This design comes from an exercise in tuning for small area, a short achievable clock period and few clock cycles on the open sky130 flow, not from production work.
Where RTL was checked, it was by simulation tests only, not by an equivalence proof against the original.
Only the layout flow was run in runs 1 to 3, 6 and 7; the RTL was not checked for function there.
Power and IR drop assume default switching activity.

==> design/flow/design.v <==
module lane_fold (
    input  wire        clk,
    input  wire        rst,
    input  wire        in_valid,
    output wire        in_ready,
    input  wire        in_first,
    input  wire [47:0] in_s,
    input  wire [7:0]  in_ea,
    input  wire [7:0]  in_eb,
    input  wire [9:0]  in_anchor,
    output reg         out_valid,
    output reg  [47:0] out_acc,
    output reg         out_sticky,
    output reg         out_loss,
    output reg         out_sat
);
    assign in_ready = 1'b1;
    reg        s1_valid;
    reg        s1_first;
    reg [47:0] s1_s;
    reg [9:0]  s1_ds;         
    reg [9:0]  s1_dc;
    wire [10:0] op_a = {{3{in_ea[7]}}, in_ea};
    wire [10:0] op_b = {{3{in_eb[7]}}, in_eb};
    wire [10:0] op_c = ~{in_anchor[9], in_anchor};
    wire [10:0] csa_s = op_a ^ op_b ^ op_c;
    wire [10:0] csa_c = (op_a & op_b) | (op_a & op_c) | (op_b & op_c);
    always @(posedge clk) begin
        if (rst) s1_valid <= 1'b0;
        else     s1_valid <= in_valid;
        s1_first  <= in_first;
        s1_s      <= in_s;
        s1_ds     <= csa_s[9:0];             
        s1_dc     <= csa_c[9:0];
    end
    wire [48:0] t;
    wire        loss, force_sat;
    fold_shift u_shift (
        .valid(s1_valid), .s(s1_s), .ds(s1_ds), .dc(s1_dc),
        .t(t), .loss(loss), .force_sat(force_sat)
    );
    reg        s2_valid;
    reg        s2_first;
    reg [48:0] s2_t;
    reg        s2_loss;
    reg        s2_force;
    reg        s2_sgn;
    always @(posedge clk) begin
        if (rst) s2_valid <= 1'b0;
        else     s2_valid <= s1_valid;
        s2_first <= s1_first & s1_valid;
        s2_t     <= t;
        s2_loss  <= loss;
        s2_force <= force_sat;
        s2_sgn   <= s1_s[47];
    end
    wire [47:0] acc_next;
    wire        sat;
    fold_add u_add (
        .acc(out_acc), .first(s2_first), .t(s2_t), .cin(s2_sgn & s2_loss),
        .force_sat(s2_force), .sgn(s2_sgn), .acc_next(acc_next), .sat(sat)
    );
    wire sticky_next = (s2_first ? 1'b0 : out_sticky) | (s2_loss & s2_valid);
    always @(posedge clk) begin
        if (rst) out_valid <= 1'b0;
        else     out_valid <= s2_valid;
        out_acc    <= acc_next;
        out_sticky <= sticky_next;
        out_loss   <= s2_loss;
        out_sat    <= sat;
    end
endmodule
module fold_shift (
    input  wire        valid,
    input  wire [47:0] s,
    input  wire [9:0]  ds,
    input  wire [9:0]  dc,
    output reg  [48:0] t,
    output wire        loss,
    output wire        force_sat
);
    wire [10:0] d     = {ds[9], ds} + {dc, 1'b1};
    wire [5:0]  k     = d[5:0];
    wire        dneg  = d[10];
    wire        big_l = !dneg && ((d[9:6] != 4'd0) || (k[5] && k[4]));
    wire        big_r = dneg && !((d[9:6] == 4'hf) && (k >= 6'd17));
    wire        sgn   = s[47];
    wire        s_nz  = |s;
    wire        rmode = dneg | !valid;
    wire        bigr  = big_r | !valid;
    wire [63:0] r0 = {{16{sgn}}, s};
    wire [63:0] r1 = k[0] ? {r0[62:0], r0[63]}    : r0;
    wire [63:0] r2 = k[1] ? {r1[61:0], r1[63:62]} : r1;
    wire [63:0] r3 = k[2] ? {r2[59:0], r2[63:60]} : r2;
    wire [63:0] r4 = k[3] ? {r3[55:0], r3[63:56]} : r3;
    wire [63:0] r5 = k[4] ? {r4[47:0], r4[63:48]} : r4;
    wire [63:0] r6 = k[5] ? {r5[31:0], r5[63:32]} : r5;
    reg  [63:0] th;
    integer j;
    always @(*) begin
        for (j = 0; j < 64; j = j + 1)
            th[j] = (j < k);
    end
    reg loss_r, ovf_l;
    integer i;
    always @(*) begin
        for (i = 0; i < 49; i = i + 1)
            t[i] = rmode ? ((th[i] && !bigr) ? r6[i] : sgn)
                         : (th[i] ? 1'b0 : r6[i]);
        loss_r = 1'b0;
        for (i = 0; i < 48; i = i + 1)
            loss_r = loss_r | (s[i] & !th[63-i]);
        ovf_l = 1'b0;
        for (i = 1; i < 47; i = i + 1)
            ovf_l = ovf_l | ((s[i] ^ sgn) & th[47-i]);
    end
    assign loss      = rmode & (bigr ? s_nz : loss_r);
    assign force_sat = valid & !dneg & (big_l ? s_nz : ovf_l);
endmodule
module fold_add (
    input  wire [47:0] acc,
    input  wire        first,
    input  wire [48:0] t,
    input  wire        cin,
    input  wire        force_sat,
    input  wire        sgn,
    output wire [47:0] acc_next,
    output wire        sat
);
    wire [47:0] base = first ? 48'd0 : acc;
    wire [47:0] sum48;
    add_sk #(48) u_sum (.a({1'b0, base[46:0]}), .b({1'b0, t[46:0]}), .ci(cin), .s(sum48));
    wire [46:0] lo_s = sum48[46:0];
    wire        c47  = sum48[47];
    wire        z    = (lo_s == 47'd0);
    wire a47 = base[47];
    wire t47 = t[47];
    wire t48 = t[48];
    wire up1 = a47 ? (t47 & c47) : (t47 | c47);      
    wire eqm = a47 & !t47 & !c47;                     
    wire eq1 = a47 ? (t47 & c47) : (t47 ^ c47);       
    wire sat_a = force_sat | (!t48 & up1) | (t48 & !up1);
    wire at_min = (t48 ? eq1 : eqm) & z;
    wire neg = force_sat ? sgn : t48;
    wire [47:0] v = {a47 ^ t47 ^ c47, lo_s[46:1], lo_s[0] | at_min};
    assign acc_next = sat_a ? (neg ? 48'h8000_0000_0001 : 48'h7fff_ffff_ffff) : v;
    assign sat = sat_a | at_min;
endmodule
module add_sk #(parameter W = 50) (input [W-1:0] a, input [W-1:0] b, input ci, output [W-1:0] s);
    reg [W-1:0] g, p;
    integer i, j;
    always @* begin
        p = a ^ b; g = a & b;
        g[0] = g[0] | (p[0] & ci);
        for (i = 0; i < $clog2(W); i = i+1)
            for (j = 0; j < W; j = j + 1)
                if ((j >> i) & 1) begin
                    g[j] = g[j] | p[j] & g[((j >> i) << i) - 1];
                    p[j] = p[j] & p[((j >> i) << i) - 1];
                end
    end
    assign s = a ^ b ^ {g[W-2:0], ci};
endmodule
==> design/flow/flow/run.sh <==
#!/bin/bash
# The standard layout, except that:
# - the port buffers are buf_1 (inputs) and buf_2 (outputs) instead of the
#   resizer's default delay buffer (every port still gets its buffer);
# - the resizer's setup repair aims at a slack margin of SETUP_MARGIN ns, so
#   that it works on paths longer than (period - margin) while the clock and
#   the constraints stay those of the design.
set -euo pipefail
here=$(pwd)
SETUP_MARGIN=${SETUP_MARGIN:-15}
bash standard.sh DONT_BUFFER_PORTS=1 PRE_GLOBAL_PLACE_TCL="$here/flow/ports.tcl" \
    SETUP_SLACK_MARGIN=$SETUP_MARGIN finish > "$here/standard.log" 2>&1
==> design/flow/flow/ports.tcl <==
# every input and output port gets a buffer, as buffer_ports does by default
buffer_ports -inputs -buffer_cell sky130_fd_sc_hd__buf_1
buffer_ports -outputs -buffer_cell sky130_fd_sc_hd__buf_2
==> design/flow/standard.sh <==
#!/bin/bash
# synth_recipe.tcl (not shown) runs the flow's synth.tcl, then flattens the netlist and writes it again
# the make line also repeats each setting of config.mk as NAME=value (left out here)
make -C /OpenROAD-flow-scripts/flow DESIGN_CONFIG=/design/flow/config.mk WORK_HOME=/design/flow/orfs CLKGATE_MAP_FILE= SYNTH_SCRIPT=/design/flow/synth_recipe.tcl "${@:-finish}"
==> design/flow/config.mk <==
export PLATFORM = sky130hd
export DESIGN_NAME = lane_fold
export DESIGN_NICKNAME = lane_fold
export VERILOG_FILES = /design/flow/design.v
export SDC_FILE = /design/flow/constraint.sdc
export NUM_CORES = 4
export LEC_CHECK = 0
export CAP_MARGIN = 15
export CORE_MARGIN = 2
export CORE_UTILIZATION = 60
export CTS_BUF_LIST = sky130_fd_sc_hd__clkbuf_8
export SLEW_MARGIN = 15
export SYNTH_HIERARCHICAL = 1
==> design/flow/constraint.sdc <==
create_clock -name core_clock -period 20.0 [get_ports {clk}]
set_input_delay 4.0000 -clock core_clock [delete_from_list [all_inputs] [get_ports {clk}]]
set_output_delay 4.0000 -clock core_clock [all_outputs]
set_load 0.01 [all_outputs]
==> results of run 1 <==
[area by class of cell]
class / count / area [µm²]
well taps: 319 / 399
clock inverters: 13 / 151
repair buffers: 31 / 319
multi-input cells: 1290 / 9660
clock buffers: 19 / 262
flip-flops and latches: 176 / 3530
fillers: 2005 / 8490
inverters: 137 / 514
[flip-flops by register name, indices dropped and copies added, names as in the netlist, 10 cells and up]
| register | count |
|---|---|
| s2_t | 49 |
| out_acc | 48 |
| s1_dc | 10 |
| s1_ds | 10 |
| s1_s | 48 |
[repair_timing]
item                                   4_1_cts  5_1_grt
hold buffers                                 0        0
cloned                                       0        3
endpoints found under the hold margin        0        0
resized for setup                            7       16
buffers inserted                             2        3
setup endpoints to repair                   90       75
pin swaps                                    1        3
[synth_stat cells (all sizes together) (5+ instances only)]
master	number	share of area
o211ai	37	0.020
o21a	16	0.0085
o21ai	140	0.053
nand2b	11	0.0054
nand2	122	0.033
nand3	64	0.023
mux4	49	0.078
nand4	21	0.0093
xnor2	26	0.016
inv	137	0.036
nor2b	57	0.025
nor3	24	0.0088
o22ai	15	0.0066
nor2	135	0.036
a22oi	8	0.0042
a21oi	128	0.047
o31a	6	0.0037
or3	9	0.0040
dfxtp	176	0.25
o21bai	9	0.0050
a211o	6	0.0037
a31oi	25	0.011
o221ai	14	0.0086
nor4	28	0.013
ha	60	0.053
mux2	24	0.019
a221oi	5	0.0056
and2	6	0.0026
fa	18	0.025
buf	71	0.030
o2111ai	5	0.0035
clkbuf	46	0.012
a21boi	9	0.0050
a21o	19	0.010
mux2i	80	0.057
xor2	13	0.0080
a211oi	22	0.013
nand3b	6	0.0032
and3	8	0.0035
o31ai	9	0.0067
[Yosys stat by module (local to each module, per instance), excerpt]
| module | copies in the design | area (µm²) |
|---|---|---|
| lane_fold | 1 | 3920 |
| fold_add | 1 | 1140 |
| fold_shift | 1 | 7080 |
[power by group]
part | total (mW) | switching [mW] | internal, mW
clock network | 0.269 | 0.149 | 0.121
registers | 0.535 | 0.0909 | 0.444
logic | 1.79 | 1.15 | 0.641
total | 2.59 | 1.39 | 1.21
[per-layer routing]
metal,vias to the layer above,part of all wire
met5,-,0.00030
met4,2,0.084
met3,283,0.12
met2,1040,0.44
met1,6537,0.36
li1,6126,-
[worst max-delay path by stage]
| stage | from | to | slack, ns | cells past startpoint |
|---|---|---|---|---|
| finish | out_acc[14] | out_acc[14] | 15.08 | 0 |
| global route | s1_ds[0] | s2_t[2] | 14.94 | 12 |
| CTS | s2_first | out_acc[4] | 15.02 | 21 |
| detailed placement | s2_first | out_acc[4] | 14.36 | 20 |
| global placement | s2_first | out_acc[1] | 14.57 | 20 |
| floorplan | in_ea[7] | s1_ds[7] | 15.25 | 3 |
[cells by family after synthesis]
group | Yosys count | synth area share
DFF | 176 | 0.248
adders and majority gates | 78 | 0.0783
muxes | 153 | 0.154
buffers and inverters | 254 | 0.0786
and+or+nand+nor | 510 | 0.177
AOI/OAI and AO/OA | 507 | 0.239
other | 2 | 0.000529
xor gates and xnor gates | 39 | 0.0241
==> impl_metrics.yaml, run 1 <==
sta:
  max_slew_margin: 0.194
  tns_ns: 0
  fin_hold_ws_ns: 0.380
  fin_ws_ns: 15.08
  timing.final.hold_violations: 0
  period_needed_ns: 4.92
  skew_ns: 0.0190
  drv_slew: 0
  setup_viol: 0
  fmax_mhz: 203
  fin_crit_sh: 0.246
  worst_pin_slew_ns: 1.20
  rsz0062_at_grt: "yes"
drt:
  first_iter_violations: 2221
  first_pass_iters: 6
  via_per_inst: 7.05
  drc: 0
  wl_per_cell_um: 26.5
  ant_nets: 0
  via_count: 14000
  wirelength_um: 52600
min_path:
  min_to: "out_loss"
  min_from: "s2_loss"
  hp-class: "reg2reg"
  holdPathStages: 0
clock_tree:
  cts_tree: "yes"
  htreeDepth: 4
  cts_made_buffers: 17
  clkTransAtPathRegs_ns: 0.10
  cts_root_buf: "clkbuf_8"
  clock_latency_ns: 0.48
  clk_path_buf_depth: 2
  clock-sinks: 176
place:
  pre_cts_ws_ns: 14.36
  place_area_um2: 14200
  portBuffers: 129
  dp_cells: 1944
  dp_hpwl_um: 38000
  gp_congestion: 1.16
worst_setup_path:
  end_kind: "output port"
  critPathLaunchType: "flip-flop"
  rrSetupSlack_ns: 15.15
  cp_max_fo: 2
  arrival_ns: 0.92
  required_ns: 16.00
  r2r_cells: 11
  criticalPathCategory: "reg2out"
  r2r_start: "s1_ds[0]"
  worst_r2r_endpoint: "s2_loss"
grt:
  grtUsageTotal: 0.414
  use_met1: 0.492
  grt_pass1_wl_um: 76200
  grt_pass1_vias: 12800
  use_met2: 0.654
  grt_use_met3: 0.124
  busiest_layer: "met2"
  gr-total-overflow: 0
  antenna_found_initial: 1
  grt_max_degree: 75
yosys:
  syn_area_per_cell_um2: 8.26
  async_flop_share: 0
  netlist-cell-type-count: 95
  synth.cell_area_um2: 14200
  yosysWarnings: 9
  synthFlopType: "dfxtp_1"
  synth_edf_count: 0
  ys_seq_area_frac: 0.248
  synthCells: 1719
  synth_seq_cells: 176
die:
  io_pins: 131
  dieArea_um2: 24900
  die_x_um: 158
  rows: 56
  core_area_um2: 23300
  start_util: 0.608
  die_h_um: 158
power:
  vdd_ir_drop_max_v: 0.000121
  powerDensity_nw_per_um2: 175
  p_total_mw: 2.59
  p_leak_nw: 6.14
flow_run:
  drv_cap: 0
cells_and_area:
  final_core_util: 0.636
  fin_cells: 1985
  drive_above_1_share: 0.119
  area_growth_pct: 4.52
  fin_nets: 1809
  layout_commonest_cell: "dfxtp_1"
  most-common-layout-cells: "dfxtp_1 (173), inv_1 (137), nor2_1 (130)"
  antenna_cells: 0
  final_area_um2: 14800
status:
  status: "timing/DRC/antenna clean"
==> run 2, diff against run 1 <==
--- a/design/flow/design.v
+++ b/design/flow/design.v
@@ -36,6 +36,6 @@
     wire [48:0] t;
-    wire        loss, force_sat;
+    wire        cin, loss, force_sat;
     fold_shift u_shift (
         .valid(s1_valid), .s(s1_s), .ds(s1_ds), .dc(s1_dc),
-        .t(t), .loss(loss), .force_sat(force_sat)
+        .t(t), .cin(cin), .loss(loss), .force_sat(force_sat)
     );
@@ -44,2 +44,3 @@
     reg [48:0] s2_t;
+    reg        s2_cin;
     reg        s2_loss;
@@ -52,2 +53,3 @@
         s2_t     <= t;
+        s2_cin   <= cin;
         s2_loss  <= loss;
@@ -59,3 +61,3 @@
     fold_add u_add (
-        .acc(out_acc), .first(s2_first), .t(s2_t), .cin(s2_sgn & s2_loss),
+        .acc(out_acc), .first(s2_first), .t(s2_t), .cin(s2_cin),
         .force_sat(s2_force), .sgn(s2_sgn), .acc_next(acc_next), .sat(sat)
@@ -78,2 +80,3 @@
     output reg  [48:0] t,
+    output wire        cin,
     output wire        loss,
@@ -117,2 +120,3 @@
     assign loss      = rmode & (bigr ? s_nz : loss_r);
+    assign cin       = sgn & loss;
     assign force_sat = valid & !dneg & (big_l ? s_nz : ovf_l);
==> design/flow/config.mk (replaced) <==
export PLATFORM = sky130hd
export DESIGN_NAME = lane_fold
export DESIGN_NICKNAME = lane_fold
export VERILOG_FILES = /design/flow/design.v
export SDC_FILE = /design/flow/constraint.sdc
export NUM_CORES = 4
export LEC_CHECK = 0
export CAP_MARGIN = 30
export CORE_MARGIN = 2
export CORE_UTILIZATION = 40
export SLEW_MARGIN = 30
export SYNTH_HIERARCHICAL = 1
==> impl_metrics.yaml, run 2 <==
status:
  status: "timing/DRC/antenna clean"
cells_and_area:
  final_area_um2: 15400
  fin_nets: 1779
  final_core_util: 0.433
  largest_register: "s2_t"
  largest_register_ffs: 49
  layout_commonest_cell: "dfxtp_1"
  drive_above_1_share: 0.122
  biggestRegsByFlops: "s2_t (49), out_acc (48), s1_s (48)"
  most-common-layout-cells: "dfxtp_1 (174), inv_1 (130), a21oi_1 (125)"
  area_growth_pct: 6.41
yosys:
  async_flop_share: 0
  ys_seq_area_frac: 0.245
  synth_edf_count: 0
  synth.top_cells.by_count: "dfxtp_1 (177), inv_1 (130), a21oi_1 (125)"
  netlist-cell-type-count: 100
  synthCells: 1699
  synth.cell_area_um2: 14500
  yosysMostFrequentCell: "dfxtp_1"
  synthTopCellsByArea: "dfxtp_1 (24%), mux4_2 (7.5%), mux2i_1 (7.3%)"
  yosys.area.top_type_share: 0.245
  yosysWarnings: 9
  synth_seq_cells: 177
  synth_top_cell_by_area: "dfxtp_1"
  syn_area_per_cell_um2: 8.52
  synthFlopType: "dfxtp_1"
worst_setup_path:
  required_ns: 16.00
  cp_max_fo: 3
  rrSetupSlack_ns: 15.26
  end_kind: "output port"
  r2r_start: "s1_ds[0]"
  critPathLaunchType: "flip-flop"
  r2r_cells: 11
  arrival_ns: 0.93
  criticalPathCategory: "reg2out"
  worst_r2r_endpoint: "s2_cin"
power:
  power_frac_comb: 0.661
  pwr-share-seq: 0.207
  switchingPower_mw: 1.42
  power.clock.fraction: 0.132
  netSwitchingFraction: 0.528
  vdd_ir_drop_max_v: 0.000114
  p_int_mw: 1.26
  powerDensity_nw_per_um2: 174
  p_leak_nw: 6.31
drt:
  via_count: 13900
  ant_nets: 0
  wl_per_cell_um: 26.9
  wirelength_um: 56500
  drc: 0
  first_iter_violations: 1734
  via_per_inst: 6.62
  first_pass_iters: 8
clock_tree:
  clock_latency_ns: 0.48
  cts_tree: "yes"
  clkTransAtPathRegs_ns: 0.07
  htreeDepth: 4
  cts_root_buf: "clkbuf_16"
  clock-sinks: 177
  cts_made_buffers: 17
  clk_path_buf_depth: 2
sta:
  drv_slew: 0
  fin_crit_sh: 0.247
  worst_pin_slew_ns: 1.05
  skew_ns: 0.0269
  fin_ws_ns: 15.07
  fmax_mhz: 203
  setup_viol: 0
  tns_ns: 0
  period_needed_ns: 4.93
  rsz0062_at_grt: "no"
  timing.final.hold_violations: 0
  max_slew_margin: 0.299
die:
  dieArea_um2: 37700
  die_h_um: 194
  start_util: 0.407
  io_pins: 131
  rows: 69
  die_x_um: 194
  core_area_um2: 35600
min_path:
  holdPathStages: 0
  min_from: "s2_loss"
  hp-class: "reg2reg"
  min_to: "out_loss"
grt:
  gr-total-overflow: 0
  grt_pass1_wl_um: 83400
  grt_pass1_vias: 12800
  grt_max_degree: 75
  grtUsageTotal: 0.292
  antenna_found_initial: 2
place:
  dp_hpwl_um: 41500
  place_area_um2: 14700
  portBuffers: 129
  gp_congestion: 0.993
  pre_cts_ws_ns: 14.76
flow_run:
  drv_cap: 0
run 2: cell count changes after synthesis, moves of 11 or more:
cell      previous run  this run
nand3_1             64        27
o211ai_1            37        25
nand2_1            120        92
nor2_1             133       122
a41oi_1              1        15
mux2i_1             79       105
run 2: area by class of cell:
class                           instances  area (µm²)
Fill cell                            3556       20200
Timing Repair Buffer                   26         240
Sequential cell                       177        3550
Clock inverter                         15         190
Multi-Input combinational cell       1271        9930
Antenna cell                            1        2.50
Tap cell                              461         577
Inverter                              130         488
Clock buffer                           17         425
run 2: worst max-delay path by stage:
stage / from / endpoint / slack (ns) / depth (start not counted)
finish: out_acc[47] / out_acc[47] / 15.07 / 0
global placement: s2_first / out_acc[5] / 14.94 / 19
detailed placement: s2_first / out_acc[3] / 14.76 / 19
global route: s2_first / out_acc[2] / 15.04 / 19
CTS: s2_first / out_acc[3] / 15.04 / 19
floorplan: in_ea[7] / s1_ds[7] / 15.25 / 3
run 2: metal layers:
metal | part of all wire | wire length (µm) | GRT usage | vias up
met5 | 0.00097 | 55 | 0 | -
met4 | 0.064 | 3630 | 0.157 | 2
met3 | 0.10 | 5740 | 0.0757 | 214
met2 | 0.43 | 24400 | 0.445 | 894
met1 | 0.40 | 22600 | 0.378 | 6628
li1 | - | - | - | 6152
run 2: Yosys stat by module (local to each module, per instance), excerpt:
| module | flip-flops and latches | times used |
|---|---|---|
| fold_shift | 0 | 1 |
| lane_fold | 177 | 1 |
| fold_add | 0 | 1 |
run 2: logic make-up after synthesis:
| logic type | count (synthesis) | share of synthesized area |
|---|---|---|
| compound gates | 531 | 0.253 |
| xor+xnor | 41 | 0.0253 |
| fa+ha+maj | 79 | 0.0775 |
| buf+inv | 252 | 0.0752 |
| flops | 177 | 0.245 |
| mux | 182 | 0.171 |
| other cells | 2 | 0.000519 |
| simple gates | 435 | 0.153 |
run 2: power groups by stage:
stage | registers (mW) | logic, mW | clock network, mW
final | 0.554 | 1.77 | 0.353
after global routing | 0.562 | 1.90 | 0.374
after floorplan | 0.513 | 1.29 | 0
after global placement | 0.563 | 1.70 | 0
after CTS | 0.556 | 1.72 | 0.362
after detailed placement | 0.563 | 1.71 | 0
run 2: through the flow:
stage	std cells	total power, mW	hold WS [ns]
floorplan	1700	1.80	0.331
global route	2097	2.83	0.357
finish	2098	2.68	0.353
CTS	2095	2.64	0.354
global placement	2063	2.26	0.339
detailed placement	2063	2.27	0.339
run 2: what timing repair did:
item,CTS,global route
gates resized for setup,2,4
gates cloned,0,0
pin swaps,0,0
hold buffers,0,0
endpoints found under the setup margin,47,47
buffers inserted,0,1
==> run 3, diff against run 2 <==
==> design/flow/flow/run.sh (replaced) <==
#!/bin/bash
# The standard layout, except that the port buffers are buf_1 (inputs) and
# buf_2 (outputs) instead of the resizer's default delay buffer.
set -euo pipefail
here=$(pwd)
bash standard.sh DONT_BUFFER_PORTS=1 PRE_GLOBAL_PLACE_TCL="$here/flow/ports.tcl" finish > "$here/standard.log" 2>&1
==> impl_metrics.yaml, run 3 <==
status:
  status: "timing/DRC/antenna clean"
yosys:
  synth.top_cells.by_count: "dfxtp_1 (177), inv_1 (130), a21oi_1 (125)"
  synthTopCellsByArea: "dfxtp_1 (24%), mux4_2 (7.5%), mux2i_1 (7.3%)"
  ys_seq_area_frac: 0.245
  synth_seq_cells: 177
  synthCells: 1699
  yosysMostFrequentCell: "dfxtp_1"
  yosys.area.top_type_share: 0.245
  synthFlopType: "dfxtp_1"
  async_flop_share: 0
  syn_area_per_cell_um2: 8.52
  synth_top_cell_by_area: "dfxtp_1"
  netlist-cell-type-count: 100
  synth_edf_count: 0
  yosysWarnings: 9
  synth.cell_area_um2: 14500
sta:
  rsz0062_at_grt: "no"
  skew_ns: 0.0243
  max_slew_margin: 0.279
  drv_slew: 0
  period_needed_ns: 5.05
  timing.final.hold_violations: 0
  fmax_mhz: 198
  tns_ns: 0
  setup_viol: 0
  fin_crit_sh: 0.252
  worst_pin_slew_ns: 1.08
min_path:
  hp-class: "reg2reg"
  holdPathStages: 0
place:
  gp_congestion: 0.993
  dp_hpwl_um: 41500
  portBuffers: 129
  place_area_um2: 14700
  dp_cells: 2063
clock_tree:
  clk_path_buf_depth: 2
  cts_resized: 0
  clock_latency_ns: 0.47
  cts.hold.buffers_added: 0
  cts_made_buffers: 17
  clkTransAtPathRegs_ns: 0.07
  cts_root_buf: "clkbuf_16"
  cts_tree: "yes"
  htreeDepth: 4
  clock-sinks: 177
  cts_setup_buffers: 0
worst_setup_path:
  critPathSlowestCell: "dfxtp_4"
  critPathLaunchType: "flip-flop"
  crit_path_max_incr_delay_ns: 0.51
  end_kind: "flip-flop"
  arrival_ns: 5.36
  criticalPathCategory: "reg2reg"
  r2r_cells: 19
  cp_max_fo: 50
  required_ns: 20.31
  crit_top_cell: "inv_1"
  crit_chain: "nor2b_1 > inv_1 > fa_1 > inv_1 > fa_1 > a211oi_2 > nor3_2 > o2111ai_2 > a2111oi_4 > o21bai_1 > nand2_1 > a211oi_1 > a311oi_1 > inv_1 > ha_1 > a21oi_4 > mux2i_4 > buf_4 > o21ai_0"
grt:
  grt_pass1_wl_um: 83400
  antenna_found_initial: 2
  grt_max_degree: 75
  grtUsageTotal: 0.292
  grt_pass1_vias: 12800
  gr-total-overflow: 0
die:
  core_area_um2: 35600
  dieArea_um2: 37700
  die_x_um: 194
  start_util: 0.407
  io_pins: 131
  rows: 69
  die_h_um: 194
cells_and_area:
  fillers: 3560
  biggestRegsByFlops: "s2_t (49), out_acc (48), s1_s (48)"
  area_growth_pct: 6.13
  antenna_cells: 0
  fin_cells: 2096
  fin_nets: 1778
  largest_register: "s2_t"
  final_core_util: 0.432
  most-common-layout-cells: "dfxtp_1 (174), inv_1 (130), a21oi_1 (125)"
  final_area_um2: 15400
  drive_above_1_share: 0.121
  layout_commonest_cell: "dfxtp_1"
  largest_register_ffs: 49
drt:
  wl_per_cell_um: 26.9
  first_pass_iters: 7
  via_count: 13800
  wirelength_um: 56300
  drc: 0
  ant_nets: 0
  first_iter_violations: 1846
  via_per_inst: 6.58
flow_run:
  drv_cap: 0
power:
  p_leak_nw: 6.29
  vdd_ir_drop_max_v: 0.000114
  powerDensity_nw_per_um2: 174
## run 3: cell count changes in the layout (fill, tap and decap cells not counted)
cell / previous run / this run
buf_12: 2 / 0
a311oi_2: 1 / 0
buf_4: 23 / 24
a311oi_1: 2 / 3
diode_2: 1 / 0
## run 3: final cells by class
class,instances,area [µm²],area share
inverters,130,488,0.0318
multi-input cells,1271,9920,0.646
clock buffers,17,425,0.0277
well taps,461,577,0.0376
flip-flops and latches,177,3550,0.231
clock inverters,15,190,0.0124
repair buffers,25,208,0.0135
## run 3: critical path, delay by kind of cell, from the launching register on
kind                       cells  cell delay, ns
AOI/OAI and AO/OA              8            1.91
adders and majority gates      3            0.89
buffers and inverters          4            0.79
and+or+nand+nor                3            0.52
DFF                            1            0.51
muxes                          1            0.25
## run 3: metrics by stage
stage	worst slack [ns]	total power [mW]	hold slack, ns
6_report	14.95	2.67	0.352
5_1_grt	14.53	2.83	0.357
4_1_cts	14.73	2.64	0.354
3_5_place_dp	14.76	2.27	0.339
3_3_place_gp	14.94	2.26	0.339
2_1_floorplan	15.25	1.80	0.331
## run 3: power breakdown
part	switching, mW	leakage (nW)	internal [mW]
Sequential	0.109	1.49	0.446
Combinational	1.13	4.50	0.632
Clock	0.172	0.299	0.180
Total	1.41	6.29	1.26
## run 3: worst paths after layout
| check | startpoint | end | slack [ns] |
|---|---|---|---|
| hold / removal | s2_loss | out_loss | 0.35 |
| setup reg to reg | s2_first | out_acc[2] | 14.95 |
| hold reg to reg | s2_loss | out_loss | 0.35 |
| setup / recovery | s2_first | out_acc[2] | 14.95 |
## run 3: logic make-up (layout without fill, tap and decap cells)
logic type                 after synthesis  after routing  synth area share
and+or+nand+nor                        435            435             0.153
buffers and inverters                  252            187            0.0752
adders and majority gates               79             79            0.0775
DFF                                    177            177             0.245
AOI/OAI and AO/OA                      531            531             0.253
other                                    2              3          0.000519
xor gates and xnor gates                41             41            0.0253
muxes                                  182            182             0.171
## run 3: routing by layer
layer / GRT usage / up-vias / share of wire
met2: 0.445 / 886 / 0.43
met5: 0 / - / 0.00094
met1: 0.378 / 6546 / 0.40
met4: 0.157 / 2 / 0.061
li1: - / 6151 / -
met3: 0.0757 / 202 / 0.10
## run 3: modules after synthesis, one instance, submodules excluded, a selection
module	times used	cells	flops+latches
fold_shift	1	1012	0
fold_add	1	193	0
lane_fold	1	232	177
==> run 4, diff against run 3 <==
--- a/design/flow/design.v
+++ b/design/flow/design.v
@@ -36,6 +36,6 @@
     wire [48:0] t;
-    wire        cin, loss, force_sat;
+    wire        loss, force_sat;
     fold_shift u_shift (
         .valid(s1_valid), .s(s1_s), .ds(s1_ds), .dc(s1_dc),
-        .t(t), .cin(cin), .loss(loss), .force_sat(force_sat)
+        .t(t), .loss(loss), .force_sat(force_sat)
     );
@@ -44,3 +44,2 @@
     reg [48:0] s2_t;
-    reg        s2_cin;
     reg        s2_loss;
@@ -53,3 +52,2 @@
         s2_t     <= t;
-        s2_cin   <= cin;
         s2_loss  <= loss;
@@ -61,3 +59,3 @@
     fold_add u_add (
-        .acc(out_acc), .first(s2_first), .t(s2_t), .cin(s2_cin),
+        .acc(out_acc), .first(s2_first), .t(s2_t), .cin(s2_sgn & s2_loss),
         .force_sat(s2_force), .sgn(s2_sgn), .acc_next(acc_next), .sat(sat)
@@ -80,3 +78,2 @@
     output reg  [48:0] t,
-    output wire        cin,
     output wire        loss,
@@ -120,3 +117,2 @@
     assign loss      = rmode & (bigr ? s_nz : loss_r);
-    assign cin       = sgn & loss;
     assign force_sat = valid & !dneg & (big_l ? s_nz : ovf_l);
@@ -152,3 +148,3 @@
 endmodule
-module add_sk #(parameter W = 50) (input [W-1:0] a, input [W-1:0] b, input ci, output [W-1:0] s);
+module add_sk #(parameter W = 48, parameter LOGW = 6) (input [W-1:0] a, input [W-1:0] b, input ci, output [W-1:0] s);
     reg [W-1:0] g, p;
@@ -158,3 +154,3 @@
         g[0] = g[0] | (p[0] & ci);
-        for (i = 0; i < $clog2(W); i = i+1)
+        for (i = 0; i < LOGW; i = i+1)
             for (j = 0; j < W; j = j + 1)
==> design/flow/flow/run.sh (replaced) <==
#!/bin/bash
# The standard layout, except that:
# - buffer_ports gives every input and output port a buf_2 (inputs then
#   become buf_1) instead of the resizer's default delay buffer;
# - the resizer's setup repair aims at a slack margin of SETUP_MARGIN ns, so
#   that it works on paths longer than (period - margin) while the clock and
#   the constraints stay those of the design.
set -euo pipefail
here=$(pwd)
SETUP_MARGIN=${SETUP_MARGIN:-15.15}
bash standard.sh "BUFFER_PORTS_ARGS=-buffer_cell sky130_fd_sc_hd__buf_2" \
    PRE_RESIZE_TCL="$here/flow/inbuf.tcl" \
    SETUP_SLACK_MARGIN=$SETUP_MARGIN finish > "$here/standard.log" 2>&1
==> design/flow/flow/inbuf.tcl (new file) <==
# The input port buffers drive a single register or gate each: use buf_1
# for them instead of the buf_2 that buffer_ports put on every port.
foreach inst [[ord::get_db_block] getInsts] {
  if {[regexp {^input[0-9]+$} [$inst getName]] &&
      [[$inst getMaster] getName] eq "sky130_fd_sc_hd__buf_2"} {
    replace_cell [sta::find_instance [$inst getName]] sky130_fd_sc_hd__buf_1
  }
}
--- a/design/flow/config.mk
+++ b/design/flow/config.mk
@@ -7,6 +7,7 @@
 export LEC_CHECK = 0
-export CAP_MARGIN = 30
+export CAP_MARGIN = 15
 export CORE_MARGIN = 2
-export CORE_UTILIZATION = 40
-export SLEW_MARGIN = 30
+export CORE_UTILIZATION = 60
+export CTS_BUF_LIST = sky130_fd_sc_hd__clkbuf_8
+export SLEW_MARGIN = 15
 export SYNTH_HIERARCHICAL = 1
removed: design/flow/flow/ports.tcl
==> impl_metrics.yaml, run 4 <==
sta:
  drv_slew: 0
  setup_viol: 0
  timing.final.hold_violations: 0
  tns_ns: 0
  rsz0062_at_grt: "yes"
  period_needed_ns: 4.98
  fmax_mhz: 201
  skew_ns: 0.0202
  max_slew_margin: 0.171
  worst_pin_slew_ns: 1.23
  fin_crit_sh: 0.249
status:
  status: "timing/DRC/antenna clean"
place:
  portBuffers: 129
  place_area_um2: 14800
  gp_congestion: 1.10
  dp_hpwl_um: 39300
clock_tree:
  clkTransAtPathRegs_ns: 0.11
  cts_root_buf: "clkbuf_8"
  clock_latency_ns: 0.49
  clk_path_buf_depth: 2
  cts_made_buffers: 17
  cts.hold.buffers_added: 0
  cts_tree: "yes"
  clock-sinks: 176
  htreeDepth: 4
die:
  die_h_um: 158
  die_x_um: 158
  dieArea_um2: 24900
  rows: 56
  start_util: 0.608
  core_area_um2: 23300
  io_pins: 131
drt:
  first_iter_violations: 2273
  via_count: 14900
  wirelength_um: 56300
  first_pass_iters: 12
  drc: 0
  wl_per_cell_um: 26.5
  via_per_inst: 7.00
  ant_nets: 0
min_path:
  holdPathStages: 0
  min_from: "s2_loss"
  hp-class: "reg2reg"
  min_to: "out_loss"
cells_and_area:
  multi_input_area_um2: 9680
  final_core_util: 0.681
  drive_above_1_share: 0.170
  largest_register: "s2_t"
  layout_commonest_cell: "inv_1"
  biggestRegsByFlops: "s2_t (49), out_acc (48), s1_s (48)"
  final_area_um2: 15900
  area_growth_pct: 11.8
  largest_register_ffs: 49
  fillers: 1882
  register_area_um2: 3600
  fin_nets: 1947
  most-common-layout-cells: "inv_1 (138), nor2_1 (131), a21oi_1 (125)"
yosys:
  synth_edf_count: 0
  synthTopCellsByArea: "dfxtp_1 (25%), mux4_2 (7.8%), mux2i_1 (5.6%)"
  synthCells: 1719
  synth.top_cells.by_count: "dfxtp_1 (176), inv_1 (137), nor2_1 (133)"
  synth.cell_area_um2: 14200
  yosysWarnings: 9
  synth_seq_cells: 176
  netlist-cell-type-count: 95
  async_flop_share: 0
  ys_seq_area_frac: 0.248
  synthFlopType: "dfxtp_1"
  yosys.area.top_type_share: 0.248
  syn_area_per_cell_um2: 8.26
  yosysMostFrequentCell: "dfxtp_1"
  synth_top_cell_by_area: "dfxtp_1"
worst_setup_path:
  r2r_cells: 17
  critPathSlowestCell: "dfxtp_4"
  rrSetupSlack_ns: 15.12
  crit_chain: "buf_6"
  critical-path-top-delay-family: "flip-flops"
  r2r_start: "s2_first"
  required_ns: 16.00
  worst_r2r_endpoint: "out_acc[0]"
  critPathLaunchType: "flip-flop"
  arrival_ns: 0.98
  critPathLaunch: "out_acc[45]"
  critPathBufInv: 1
  cp_max_fo: 2
  crit_path_max_incr_delay_ns: 0.38
  criticalPathCategory: "reg2out"
  end_kind: "output port"
power:
  p_int_mw: 1.31
  p_total_mw: 2.78
  p_leak_nw: 6.60
  switchingPower_mw: 1.46
  vdd_ir_drop_max_v: 0.0000911
  power_frac_comb: 0.709
  pwr-share-seq: 0.191
  power.clock.fraction: 0.099
  netSwitchingFraction: 0.527
  powerDensity_nw_per_um2: 175
grt:
  gr-total-overflow: 0
  antenna_found_initial: 1
  grtUsageTotal: 0.439
  grt_max_degree: 76
  grt_pass1_wl_um: 81100
  grt_pass1_vias: 13600
flow_run:
  drv_cap: 0
==> run 4: power groups by stage <==
stage	registers (mW)	logic (mW)	clock network (mW)
after floorplan	0.512	1.27	0
after global placement	0.514	1.70	0
after detailed placement	0.517	1.73	0
after CTS	0.526	1.82	0.278
after global routing	0.537	2.09	0.290
final	0.531	1.97	0.275
==> run 4: worst max-delay path by stage <==
| stage | endpoint | slack (ns) | depth (start not counted) |
|---|---|---|---|
| 2_1_floorplan | s1_ds[7] | 15.25 | 3 |
| 4_1_cts | out_acc[45] | 15.01 | 1 |
| 3_5_place_dp | s2_t[2] | 14.45 | 11 |
| 3_3_place_gp | s2_t[2] | 14.53 | 11 |
| 5_1_grt | out_acc[0] | 14.90 | 17 |
| 6_report | out_acc[45] | 15.02 | 1 |
==> run 4: cell type report <==
type | count | share of cell area
Clock buffer | 18 | 0.0156
Sequential cell | 176 | 0.227
Inverter | 137 | 0.0324
Multi-Input combinational cell | 1291 | 0.609
Clock inverter | 14 | 0.0109
Tap cell | 319 | 0.0251
Timing Repair Buffer | 168 | 0.0793
Antenna cell | 3 | 0.000473
==> run 4: metrics by stage <==
step	cells	worst slack (ns)	hold slack, ns
CTS	2110	15.01	0.414
global placement	2072	14.53	0.399
finish	2126	15.02	0.422
global route	2123	14.90	0.419
floorplan	1720	15.25	0.343
detailed placement	2072	14.45	0.400
==> run 4: timing repair <==
action,in CTS,in global routing
endpoints found under the setup margin,127,115
setup buffers,6,9
pin swaps,2,5
resized for setup,106,12
cloned,0,4
==> run 4: routing by layer <==
layer  GRT usage  share of wire
met5           0              0
met4       0.325          0.093
met3       0.105           0.12
met2       0.689           0.44
met1       0.524           0.35
==> run 4: logic make-up (layout without fill, tap and decap cells) <==
group,after synthesis,in the layout,synth area share
XOR/XNOR,39,39,0.0241
AND/OR/NAND/NOR,510,511,0.177
other,2,6,0.000529
adder cells (fa/ha/maj),78,78,0.0783
multiplexers,153,153,0.154
AO/OA/AOI/OAI,507,507,0.239
flip-flops,176,176,0.248
buffers and inverters,254,337,0.0786
==> run 4: Yosys stat by module (local to each module, per instance), a selection <==
module	cells	cell area, µm²	flip-flops and latches
fold_add	193	1140	0
lane_fold	232	3920	176
fold_shift	1032	7080	0
Testbench counts of run 4, summed over its fixed seeds: cycles 480,024.
==> run 5, diff against run 4 <==
--- a/design/flow/flow/run.sh
+++ b/design/flow/flow/run.sh
@@ -9,3 +9,3 @@
 here=$(pwd)
-SETUP_MARGIN=${SETUP_MARGIN:-15.15}
+SETUP_MARGIN=${SETUP_MARGIN:-15}
 bash standard.sh "BUFFER_PORTS_ARGS=-buffer_cell sky130_fd_sc_hd__buf_2" \
==> impl_metrics.yaml, run 5 <==
status:
  status: "timing/DRC/antenna clean"
cells_and_area:
  largest_register_ffs: 49
  fin_nets: 1936
  area_growth_pct: 8.30
  final_core_util: 0.659
  layout_commonest_cell: "dfxtp_1"
  largest_register: "s2_t"
  most-common-layout-cells: "dfxtp_1 (160), inv_1 (138), nor2_1 (131)"
  fin_cells: 2112
  biggestRegsByFlops: "s2_t (49), out_acc (48), s1_s (48)"
  drive_above_1_share: 0.144
  antenna_cells: 0
  fillers: 2003
yosys:
  netlist-cell-type-count: 95
  ys_seq_area_frac: 0.248
  synthTopCellsByArea: "dfxtp_1 (25%), mux4_2 (7.8%), mux2i_1 (5.6%)"
  yosysWarnings: 9
  synth.top_cells.by_count: "dfxtp_1 (176), inv_1 (137), nor2_1 (133)"
  syn_area_per_cell_um2: 8.26
  yosys.area.top_type_share: 0.248
  synth_seq_cells: 176
  synth_edf_count: 0
  synth_top_cell_by_area: "dfxtp_1"
  yosysMostFrequentCell: "dfxtp_1"
  async_flop_share: 0
  synthCells: 1719
  synth.cell_area_um2: 14200
  synthFlopType: "dfxtp_1"
clock_tree:
  clock-sinks: 176
  clock_latency_ns: 0.49
  clk_path_buf_depth: 2
  clkTransAtPathRegs_ns: 0.11
  cts.hold.buffers_added: 0
  htreeDepth: 4
  cts_made_buffers: 17
  cts_root_buf: "clkbuf_8"
  cts_tree: "yes"
grt:
  grt_pass1_wl_um: 80000
  grt_pass1_vias: 13500
  gr-total-overflow: 0
  antenna_found_initial: 0
  grt_max_degree: 76
  grtUsageTotal: 0.433
die:
  start_util: 0.608
  io_pins: 131
  die_h_um: 158
  rows: 56
  dieArea_um2: 24900
  die_x_um: 158
  core_area_um2: 23300
drt:
  via_per_inst: 6.82
  first_iter_violations: 2015
  wl_per_cell_um: 25.6
  ant_nets: 0
  wirelength_um: 54000
  via_count: 14400
  drc: 0
  first_pass_iters: 6
place:
  gp_congestion: 1.10
  pre_cts_ws_ns: 14.45
  dp_cells: 2072
  portBuffers: 129
  dp_hpwl_um: 39300
sta:
  fin_crit_sh: 0.249
  tns_ns: 0
  setup_viol: 0
  max_slew_margin: 0.228
  worst_pin_slew_ns: 1.16
  fmax_mhz: 201
  fin_ws_ns: 15.02
  timing.final.hold_violations: 0
  drv_slew: 0
  period_needed_ns: 4.98
  skew_ns: 0.0190
  rsz0062_at_grt: "no"
power:
  powerDensity_nw_per_um2: 170
  p_total_mw: 2.62
  vdd_ir_drop_max_v: 0.0000982
  p_leak_nw: 6.43
worst_setup_path:
  required_ns: 16.00
  critPathLaunchType: "flip-flop"
  critPathBufInv: 1
  crit_path_max_incr_delay_ns: 0.38
  crit_chain: "buf_6"
  cp_max_fo: 2
  criticalPathCategory: "reg2out"
  critPathSlowestCell: "dfxtp_4"
  arrival_ns: 0.98
  end_kind: "output port"
  critical-path-top-delay-family: "flip-flops"
min_path:
  hp-class: "reg2reg"
flow_run:
  drv_cap: 0
-- run 5: repair_timing --
| action | in CTS | in global routing |
|---|---|---|
| cloned | 0 | 1 |
| endpoints found under the setup margin | 73 | 78 |
| pin swaps | 0 | 3 |
| buffers inserted | 1 | 5 |
| gates resized for setup | 16 | 14 |
-- run 5: kinds of logic after synthesis --
logic type	synth area share
multiplexers	0.154
adder cells (fa/ha/maj)	0.0783
other	0.000529
XOR/XNOR	0.0241
buffers and inverters	0.0786
AND/OR/NAND/NOR	0.177
AO/OA/AOI/OAI	0.239
flip-flops	0.248
-- run 5: layer usage --
metal / part of all wire / up-vias / track usage
met5: 0 / - / 0.0124
met4: 0.092 / 0 / 0.331
met3: 0.12 / 299 / 0.108
met2: 0.44 / 1076 / 0.668
met1: 0.36 / 6640 / 0.516
li1: - / 6385 / -
-- run 5: final timing paths --
check,start,to,slack (ns),cells past startpoint
setup reg to reg,s2_first,out_acc[0],15.22,17
setup / recovery,out_acc[46],out_acc[46],15.02,1
hold reg to reg,s2_loss,out_loss,0.41,0
hold / removal,s2_loss,out_loss,0.41,0
-- run 5: modules after synthesis, one instance, submodules excluded, a selection --
module | cell area (µm²) | cells | flops+latches | times used
fold_add | 1140 | 193 | 0 | 1
fold_shift | 7080 | 1032 | 0 | 1
lane_fold | 3920 | 232 | 176 | 1
-- run 5: final cells by class --
class                   instances  area, µm²  area share
multi-input cells            1291       9660       0.628
flip-flops and latches        176       3560       0.231
repair buffers                157        823      0.0535
inverters                     137        514      0.0334
well taps                     319        399      0.0260
clock buffers                  18        248      0.0161
clock inverters                14        173      0.0112
-- run 5: power by group --
part / total [mW] / switching, mW / internal [mW]
Clock: 0.275 / 0.155 / 0.119
Sequential: 0.510 / 0.0621 / 0.447
Combinational: 1.84 / 1.18 / 0.659
-- run 5: through the flow --
step / hold WS, ns / instance area [µm²]
finish: 0.410 / 15400
global route: 0.424 / 15400
floorplan: 0.343 / 14200
global placement: 0.399 / 14900
detailed placement: 0.400 / 14800
CTS: 0.414 / 15200
==> run 6, diff against run 5 <==
--- a/design/flow/design.v
+++ b/design/flow/design.v
@@ -107,4 +107,3 @@
         for (i = 0; i < 49; i = i + 1)
-            t[i] = rmode ? ((th[i] && !bigr) ? r6[i] : sgn)
-                         : (th[i] ? 1'b0 : r6[i]);
+            t[i] = (rmode ? (!th[i] || bigr) : th[i]) ? (rmode & sgn) : r6[i];
         loss_r = 1'b0;
==> impl_metrics.yaml, run 6 <==
yosys:
  async_flop_share: 0
  synth_edf_count: 0
  yosysWarnings: 9
  netlist-cell-type-count: 92
  synth_seq_cells: 176
  synthFlopType: "dfxtp_1"
  synth.cell_area_um2: 14100
  synthTopCellsByArea: "dfxtp_1 (25%), mux2i_1 (7.6%), a21oi_1 (5.8%)"
  synthCells: 1781
  yosys.area.top_type_share: 0.250
  synth.top_cells.by_count: "dfxtp_1 (176), a21oi_1 (162), nor2_1 (155)"
  syn_area_per_cell_um2: 7.91
  yosysMostFrequentCell: "dfxtp_1"
  synth_top_cell_by_area: "dfxtp_1"
  ys_seq_area_frac: 0.250
sta:
  period_needed_ns: 4.98
  max_slew_margin: 0.121
  fmax_mhz: 201
  skew_ns: 0.0195
  fin_ws_ns: 15.02
  drv_slew: 0
  timing.final.hold_violations: 0
  setup_viol: 0
  fin_crit_sh: 0.249
  worst_pin_slew_ns: 1.31
  rsz0062_at_grt: "yes"
  tns_ns: 0
die:
  die_x_um: 157
  dieArea_um2: 24700
  rows: 56
  io_pins: 131
  core_area_um2: 23300
  die_h_um: 157
  start_util: 0.606
power:
  netSwitchingFraction: 0.536
  pwr-share-seq: 0.193
  p_leak_nw: 6.65
  switchingPower_mw: 1.45
  powerDensity_nw_per_um2: 174
  power.clock.fraction: 0.102
  power_frac_comb: 0.705
  p_int_mw: 1.26
  vdd_ir_drop_max_v: 0.000124
grt:
  grt_max_degree: 69
  grtUsageTotal: 0.418
  grt_pass1_vias: 13200
  grt_pass1_wl_um: 77700
  antenna_found_initial: 2
  gr-total-overflow: 0
worst_setup_path:
  r2r_start: "s2_first"
  crit_chain: "buf_6"
  critPathLaunchType: "flip-flop"
  critPathSlowestCell: "dfxtp_2"
  r2r_cells: 21
  rrSetupSlack_ns: 15.09
  cp_max_fo: 2
  end_kind: "output port"
  critPathLaunch: "out_acc[41]"
  critPathBufInv: 1
  arrival_ns: 0.98
  required_ns: 16.00
  critical-path-top-delay-family: "flip-flops"
  crit_path_max_incr_delay_ns: 0.38
  criticalPathCategory: "reg2out"
  worst_r2r_endpoint: "out_acc[7]"
cells_and_area:
  area_growth_pct: 10.8
  final_area_um2: 15600
  most-common-layout-cells: "a21oi_1 (162), nor2_1 (154), nand2_1 (143)"
  final_core_util: 0.671
  drive_above_1_share: 0.144
  fillers: 2014
  fin_nets: 2009
  largest_register: "s2_t"
  largest_register_ffs: 49
  antenna_cells: 0
  biggestRegsByFlops: "s2_t (49), out_acc (48), s1_s (48)"
  layout_commonest_cell: "a21oi_1"
place:
  gp_congestion: 1.11
  dp_hpwl_um: 37900
  portBuffers: 129
  place_area_um2: 14700
  pre_cts_ws_ns: 14.66
drt:
  ant_nets: 0
  first_pass_iters: 7
  wl_per_cell_um: 24.9
  via_count: 14900
  drc: 0
  wirelength_um: 54300
  first_iter_violations: 2237
  via_per_inst: 6.81
clock_tree:
  cts_made_buffers: 17
  cts.hold.buffers_added: 0
  htreeDepth: 4
  clock-sinks: 176
  cts_tree: "yes"
  clk_path_buf_depth: 2
  cts_root_buf: "clkbuf_8"
  clkTransAtPathRegs_ns: 0.12
  clock_latency_ns: 0.49
min_path:
  min_from: "s2_loss"
  hp-class: "reg2reg"
  min_to: "out_loss"
  holdPathStages: 0
status:
  status: "timing/DRC/antenna clean"
flow_run:
  drv_cap: 0
run 6: how the worst max path moves through the flow:
stage | endpoint | slack, ns | cells after the start
2_1_floorplan | s1_ds[7] | 15.25 | 3
5_1_grt | out_acc[7] | 14.88 | 21
3_5_place_dp | out_acc[3] | 14.66 | 19
6_report | out_acc[41] | 15.02 | 1
4_1_cts | out_acc[46] | 15.00 | 1
3_3_place_gp | out_acc[4] | 14.85 | 19
run 6: kinds of logic after synthesis:
family          Yosys count  synth area share
fa+ha+maj                79            0.0796
buf+inv                 251            0.0748
compound gates          561             0.257
other cells               2          0.000533
simple gates            519             0.179
mux                     152             0.134
xor+xnor                 41            0.0255
flops                   176             0.250
run 6: per-module statistics from Yosys, one instance, submodules excluded, excerpt:
module      times used  cells inside  flops+latches  area [µm²]
fold_shift           1          1094              0        6970
lane_fold            1           232            176        3920
fold_add             1           193              0        1140
run 6: power by group through the flow:
stage                     Clock [mW]  Combinational [mW]  Sequential [mW]
after detailed placement           0                1.72            0.517
after global placement             0                1.69            0.516
final                          0.276                1.91            0.523
after CTS                      0.278                1.74            0.513
after global routing           0.295                2.04            0.530
after floorplan                    0                1.25            0.512
run 6: final cells by class:
cell class / instances / area (µm²) / share of cell area
Clock buffer: 17 / 234 / 0.0150
Clock inverter: 15 / 208 / 0.0133
Inverter: 132 / 495 / 0.0318
Multi-Input combinational cell: 1358 / 9640 / 0.618
Sequential cell: 176 / 3580 / 0.229
Tap cell: 319 / 399 / 0.0256
Timing Repair Buffer: 168 / 1050 / 0.0676
run 6: repair_timing:
item                       in CTS  in global routing
setup endpoints to repair      59                 96
buffers inserted                1                 11
resized for setup              21                 51
pin swaps                       1                  6
gates cloned                    1                  5
run 6: metrics by stage:
stage / hold WS (ns) / cells / power [mW]
after floorplan: 0.343 / 1782 / 1.77
final: 0.434 / 2185 / 2.71
after global routing: 0.445 / 2185 / 2.86
after detailed placement: 0.425 / 2135 / 2.23
after CTS: 0.448 / 2169 / 2.53
after global placement: 0.420 / 2135 / 2.20
run 6: layer usage:
metal / global-route usage / part of all wire / vias to the layer above
met4: 0.304 / 0.093 / 0
met3: 0.109 / 0.12 / 335
met5: 0 / 0 / -
met1: 0.524 / 0.37 / 6820
met2: 0.621 / 0.42 / 1134
li1: - / - / 6588
==> run 7, diff against run 6 <==
--- a/design/flow/config.mk
+++ b/design/flow/config.mk
@@ -9,3 +9,3 @@
 export CORE_MARGIN = 2
-export CORE_UTILIZATION = 60
+export CORE_UTILIZATION = 65
 export CTS_BUF_LIST = sky130_fd_sc_hd__clkbuf_8
==> impl_metrics.yaml, run 7 <==
worst_setup_path:
  crit_path_max_incr_delay_ns: 0.35
  critPathSlowestCell: "dfxtp_2"
  r2r_start: "s2_first"
  end_kind: "output port"
  crit_chain: "buf_2"
  critPathLaunchType: "flip-flop"
  required_ns: 16.00
  critPathBufInv: 1
  rrSetupSlack_ns: 15.07
  cp.depth: 1
  arrival_ns: 0.97
  r2r_cells: 20
  criticalPathCategory: "reg2out"
  critical-path-top-delay-family: "flip-flops"
  cp_max_fo: 2
  worst_r2r_endpoint: "out_acc[4]"
sta:
  period_needed_ns: 4.97
  fmax_mhz: 201
  fin_crit_sh: 0.249
  timing.final.hold_violations: 0
  worst_pin_slew_ns: 1.21
  fin_hold_ws_ns: 0.438
  tns_ns: 0
  max_slew_margin: 0.187
  rsz0062_at_grt: "yes"
  skew_ns: 0.0236
  setup_viol: 0
  drv_slew: 0
drt:
  wirelength_um: 54300
  wl_per_cell_um: 25.4
  via_per_inst: 7.05
  first_pass_iters: 8
  ant_nets: 0
  drc: 0
  via_count: 15100
  first_iter_violations: 2540
cells_and_area:
  final_core_util: 0.728
  most-common-layout-cells: "a21oi_1 (162), nor2_1 (154), dfxtp_1 (146)"
  area_growth_pct: 9.27
  fin_nets: 2001
  layout_commonest_cell: "a21oi_1"
  biggestRegsByFlops: "s2_t (49), out_acc (48), s1_s (48)"
  largest_register: "s2_t"
  drive_above_1_share: 0.136
  fin_cells: 2135
  fillers: 1662
  largest_register_ffs: 49
clock_tree:
  cts_made_buffers: 17
  clk_path_buf_depth: 2
  clock-sinks: 176
  cts_root_buf: "clkbuf_8"
  cts.hold.buffers_added: 0
  clkTransAtPathRegs_ns: 0.12
  htreeDepth: 4
  clock_latency_ns: 0.50
  cts_tree: "yes"
yosys:
  synth_top_cell_by_area: "dfxtp_1"
  synthCells: 1781
  yosysWarnings: 9
  yosys.area.top_type_share: 0.250
  async_flop_share: 0
  netlist-cell-type-count: 92
  synth.top_cells.by_count: "dfxtp_1 (176), a21oi_1 (162), nor2_1 (155)"
  synth_edf_count: 0
  synth.cell_area_um2: 14100
  synthFlopType: "dfxtp_1"
  synthTopCellsByArea: "dfxtp_1 (25%), mux2i_1 (7.6%), a21oi_1 (5.8%)"
  ys_seq_area_frac: 0.250
  syn_area_per_cell_um2: 7.91
  synth_seq_cells: 176
  yosysMostFrequentCell: "dfxtp_1"
grt:
  grtUsageTotal: 0.459
  grt_max_degree: 88
  gr-total-overflow: 0
  grt_pass1_vias: 13700
  antenna_found_initial: 3
  grt_pass1_wl_um: 78400
min_path:
  min_from: "s2_loss"
  holdPathStages: 0
  min_to: "out_loss"
  hp-class: "reg2reg"
place:
  portBuffers: 129
  dp_cells: 2089
  gp_congestion: 1.10
  dp_hpwl_um: 37400
die:
  io_pins: 131
  rows: 53
  dieArea_um2: 22900
  start_util: 0.666
  die_h_um: 151
  core_area_um2: 21200
  die_x_um: 151
status:
  status: "timing/DRC/antenna clean"
power:
  p_leak_nw: 6.58
  vdd_ir_drop_max_v: 0.0000788
  powerDensity_nw_per_um2: 174
flow_run:
  drv_cap: 0
run 7: area by class of cell:
type	instances	area [µm²]	share of cell area
Clock buffer	17	234	0.0152
Clock inverter	15	195	0.0127
Multi-Input combinational cell	1358	9650	0.627
Antenna cell	2	5.00	0.000325
Sequential cell	176	3560	0.232
Tap cell	275	344	0.0224
Inverter	132	495	0.0322
Timing Repair Buffer	160	908	0.0590
run 7: how the worst max path moves through the flow:
stage          slack (ns)           to        start
6_report            15.03  out_acc[40]  out_acc[40]
2_1_floorplan       15.25     s1_ds[7]     in_ea[7]
5_1_grt             14.75  out_acc[14]     s2_first
3_5_place_dp        14.56  out_acc[46]     s2_first
3_3_place_gp        14.79   out_acc[5]     s2_first
4_1_cts             14.95  out_acc[19]     s2_first
run 7: kinds of logic after synthesis:
logic type                 after synthesis  share of synthesized area
xor gates and xnor gates                41                     0.0255
buffers and inverters                  251                     0.0748
other                                    2                   0.000533
muxes                                  152                      0.134
and+or+nand+nor                        519                      0.179
DFF                                    176                      0.250
adders and majority gates               79                     0.0796
AOI/OAI and AO/OA                      561                      0.257
run 7: metrics by stage:
stage	setup WS [ns]	instance area (µm²)	total power [mW]
global route	14.75	15400	2.83
finish	15.03	15400	2.68
floorplan	15.25	14100	1.77
CTS	14.95	15100	2.51
detailed placement	14.56	14700	2.23
global placement	14.79	14800	2.18
run 7: routing by layer:
metal	wire, µm	share of wire	global-route usage
met5	27	0.00050	0
met4	4880	0.090	0.321
met1	18900	0.35	0.550
met2	23200	0.43	0.705
met3	7240	0.13	0.136
run 7: power by group:
| group | internal [mW] | switching [mW] |
|---|---|---|
| clock | 0.107 | 0.161 |
| combinational | 0.667 | 1.23 |
| sequential | 0.450 | 0.0635 |
| total | 1.22 | 1.45 |
run 7: per-module statistics from Yosys (local to each module, per instance), a selection:
module | times used | cell area, µm² | flops+latches | cells inside
fold_add | 1 | 1140 | 0 | 193
fold_shift | 1 | 6970 | 0 | 1094
lane_fold | 1 | 3920 | 176 | 232
run 7: timing repair:
item,in CTS,in global routing
setup buffers,1,7
resized for setup,9,38
endpoints found under the setup margin,51,78
pin swaps,2,4
gates cloned,1,2
==> run 8, diff against run 7 <==
--- a/design/flow/design.v
+++ b/design/flow/design.v
@@ -107,3 +107,4 @@
         for (i = 0; i < 49; i = i + 1)
-            t[i] = (rmode ? (!th[i] || bigr) : th[i]) ? (rmode & sgn) : r6[i];
+            t[i] = rmode ? ((th[i] && !bigr) ? r6[i] : sgn)
+                         : (th[i] ? 1'b0 : r6[i]);
         loss_r = 1'b0;
--- a/design/flow/config.mk
+++ b/design/flow/config.mk
@@ -9,4 +9,4 @@
 export CORE_MARGIN = 2
-export CORE_UTILIZATION = 65
-export CTS_BUF_LIST = sky130_fd_sc_hd__clkbuf_8
+export CORE_UTILIZATION = 60
+export CTS_BUF_LIST = sky130_fd_sc_hd__clkbuf_16 sky130_fd_sc_hd__clkbuf_8
 export SLEW_MARGIN = 15
==> impl_metrics.yaml, run 8 <==
status:
  status: "timing/DRC/antenna clean"
drt:
  wl_per_cell_um: 25.5
  via_count: 14400
  first_iter_violations: 1839
  via_per_inst: 6.84
  wirelength_um: 53800
  ant_nets: 0
  first_pass_iters: 9
  drc: 0
sta:
  setup_viol: 0
  skew_ns: 0.0150
  fmax_mhz: 201
  max_slew_margin: 0.189
  drv_slew: 0
  worst_pin_slew_ns: 1.21
  rsz0062_at_grt: "no"
  tns_ns: 0
  fin_crit_sh: 0.248
  timing.final.hold_violations: 0
  period_needed_ns: 4.97
cells_and_area:
  most-common-layout-cells: "dfxtp_1 (171), inv_1 (138), nor2_1 (131)"
  register_area_um2: 3530
  area_growth_pct: 9.16
  fillers: 1974
  biggestRegsByFlops: "s2_t (49), out_acc (48), s1_s (48)"
  fin_nets: 1932
  layout_commonest_cell: "dfxtp_1"
  antenna_cells: 0
  largest_register_ffs: 49
  drive_above_1_share: 0.136
  fin_cells: 2108
  largest_register: "s2_t"
  multi_input_area_um2: 9670
die:
  die_x_um: 158
  die_h_um: 158
  core_area_um2: 23300
  io_pins: 131
  dieArea_um2: 24900
  start_util: 0.608
  rows: 56
worst_setup_path:
  arrival_ns: 0.97
  crit_path_max_incr_delay_ns: 0.38
  required_ns: 16.00
  criticalPathCategory: "reg2out"
  critPathLaunchType: "flip-flop"
  critical-path-top-delay-family: "flip-flops"
  end_kind: "output port"
  worst_r2r_endpoint: "s2_loss"
  critPathBufInv: 1
  r2r_start: "s1_ds[1]"
  crit_chain: "buf_2"
  rrSetupSlack_ns: 15.16
  r2r_cells: 12
  critPathSlowestCell: "dfxtp_2"
  cp_max_fo: 3
yosys:
  yosysMostFrequentCell: "dfxtp_1"
  synth.top_cells.by_count: "dfxtp_1 (176), inv_1 (137), nor2_1 (133)"
  yosys.area.top_type_share: 0.248
  synth_seq_cells: 176
  syn_area_per_cell_um2: 8.26
  synthCells: 1719
  ys_seq_area_frac: 0.248
  synth_top_cell_by_area: "dfxtp_1"
  async_flop_share: 0
  netlist-cell-type-count: 95
  yosysWarnings: 9
  synthFlopType: "dfxtp_1"
  synth.cell_area_um2: 14200
  synth_edf_count: 0
  synthTopCellsByArea: "dfxtp_1 (25%), mux4_2 (7.8%), mux2i_1 (5.6%)"
clock_tree:
  cts.hold.buffers_added: 0
  clock-sinks: 176
  cts_root_buf: "clkbuf_16"
  clk_path_buf_depth: 2
  cts_made_buffers: 17
  clkTransAtPathRegs_ns: 0.07
  clock_latency_ns: 0.45
  htreeDepth: 4
  cts_tree: "yes"
grt:
  grt_pass1_vias: 13500
  antenna_found_initial: 0
  gr-total-overflow: 0
  grt_max_degree: 76
  grt_pass1_wl_um: 79800
  grtUsageTotal: 0.431
min_path:
  min_from: "s2_loss"
  holdPathStages: 0
  hp-class: "reg2reg"
  min_to: "out_loss"
place:
  dp_hpwl_um: 39300
  portBuffers: 129
  dp_cells: 2072
  gp_congestion: 1.10
power:
  p_leak_nw: 6.49
  vdd_ir_drop_max_v: 0.0000948
  powerDensity_nw_per_um2: 174
flow_run:
  drv_cap: 0
==> run 8: final cells by class <==
cell class | count | share of cell area
clock buffers | 18 | 0.0283
well taps | 319 | 0.0258
flip-flops and latches | 176 | 0.228
clock inverters | 14 | 0.0111
inverters | 137 | 0.0332
multi-input cells | 1291 | 0.624
repair buffers | 153 | 0.0495
==> run 8: per-stage QoR <==
step | hold WS (ns) | worst slack (ns) | utilization | instance area [µm²] | total power, mW
2_1_floorplan | 0.343 | 15.25 | - | 14200 | 1.78
3_3_place_gp | 0.399 | 14.53 | 0.637 | 14900 | 2.21
3_5_place_dp | 0.400 | 14.45 | 0.632 | 14800 | 2.24
4_1_cts | 0.409 | 15.03 | 0.661 | 15400 | 2.62
5_1_grt | 0.418 | 14.95 | 0.664 | 15500 | 2.86
6_report | 0.406 | 15.03 | 0.664 | 15500 | 2.69
==> run 8: how the worst max path moves through the flow <==
stage	to	from	slack, ns	depth (start not counted)
final	out_acc[47]	out_acc[47]	15.03	1
after global routing	out_acc[2]	s2_first	14.95	19
after CTS	out_acc[4]	s2_first	15.03	19
after detailed placement	s2_t[2]	s1_ds[0]	14.45	11
after global placement	s2_t[2]	s1_ds[0]	14.53	11
after floorplan	s1_ds[7]	in_ea[7]	15.25	3
==> run 8: per-layer routing <==
metal,up-vias,wire length [µm],track usage
met5,-,0,0
met4,0,5240,0.343
met2,1039,23200,0.661
met3,305,6360,0.126
li1,6377,-,-
met1,6692,19000,0.502
==> run 8: worst reg2reg max path, delay by kind of cell (launching register included) <==
| family | cells | cell delay [ns] |
|---|---|---|
| AO/OA/AOI/OAI | 6 | 2.12 |
| adder cells (fa/ha/maj) | 1 | 0.39 |
| buffers and inverters | 2 | 1.32 |
| flip-flops | 1 | 0.33 |
| AND/OR/NAND/NOR | 3 | 0.56 |
==> run 8: per-module statistics from Yosys, one instance, submodules excluded, a selection <==
module | cell area [µm²] | copies in the design
fold_shift | 7080 | 1
lane_fold | 3920 | 1
fold_add | 1140 | 1
==> run 8: cells by family (layout without fill, tap and decap cells) <==
| logic type | count (synthesis) | in the layout | synth area share |
|---|---|---|---|
| other cells | 2 | 3 | 0.000529 |
| mux | 153 | 153 | 0.154 |
| fa+ha+maj | 78 | 78 | 0.0783 |
| xor+xnor | 39 | 39 | 0.0241 |
| compound gates | 507 | 507 | 0.239 |
| flops | 176 | 176 | 0.248 |
| simple gates | 510 | 511 | 0.177 |
| buf+inv | 254 | 322 | 0.0786 |
==> run 8: repair_timing <==
action | 4_1_cts | 5_1_grt
pin swaps | 0 | 3
gates resized for setup | 9 | 6
gates cloned | 0 | 1
setup buffers | 1 | 2
endpoints found under the hold margin | 0 | 0
endpoints found under the setup margin | 71 | 66
==> run 8: report_power, final <==
part,internal [mW],switching [mW]
Sequential,0.444,0.0645
Clock,0.193,0.166
Combinational,0.654,1.17
Testbench counts of run 8, summed over its fixed seeds: cycles 480,024.

-- what the ideal ports hide --
How much do the figures lean on ideal ports? The routed layouts below were timed once more, with nothing changed but the port constraints. Step 1 assumes that a clkbuf_16 drives the clock port and a buf_2 every other input. Step 2 times the ports against the registers' clock, not the clock port: input delays grow and output delays shrink by t, the midpoint of the rising clock arrivals with the driver on. Three values: no drivers, after step 1, after step 2; two values: the first two.
| run | shift t [ns] | setup WS [ns] | clock arrival spread, ns |
|---|---|---|---|
| run 1 | 0.522 | 15.079 / 15.032 / 15.150 | 0.019 / 0.019 |
| run 2 | 0.516 | 15.067 / 15.012 / 15.215 | 0.027 / 0.027 |
| run 3 | 0.516 | 14.954 / 14.954 / 14.954 | 0.024 / 0.025 |
| run 4 | 0.529 | 15.020 / 14.973 / 15.113 | 0.021 / 0.020 |
| run 5 | 0.532 | 15.018 / 14.968 / 15.111 | 0.019 / 0.019 |
| run 6 | 0.522 | 15.023 / 14.980 / 15.087 | 0.019 / 0.019 |
| run 7 | 0.532 | 15.026 / 14.978 / 15.068 | 0.023 / 0.024 |
| run 8 | 0.494 | 15.034 / 14.982 / 15.106 | 0.015 / 0.015 |
After both steps every run listed still meets setup and hold.
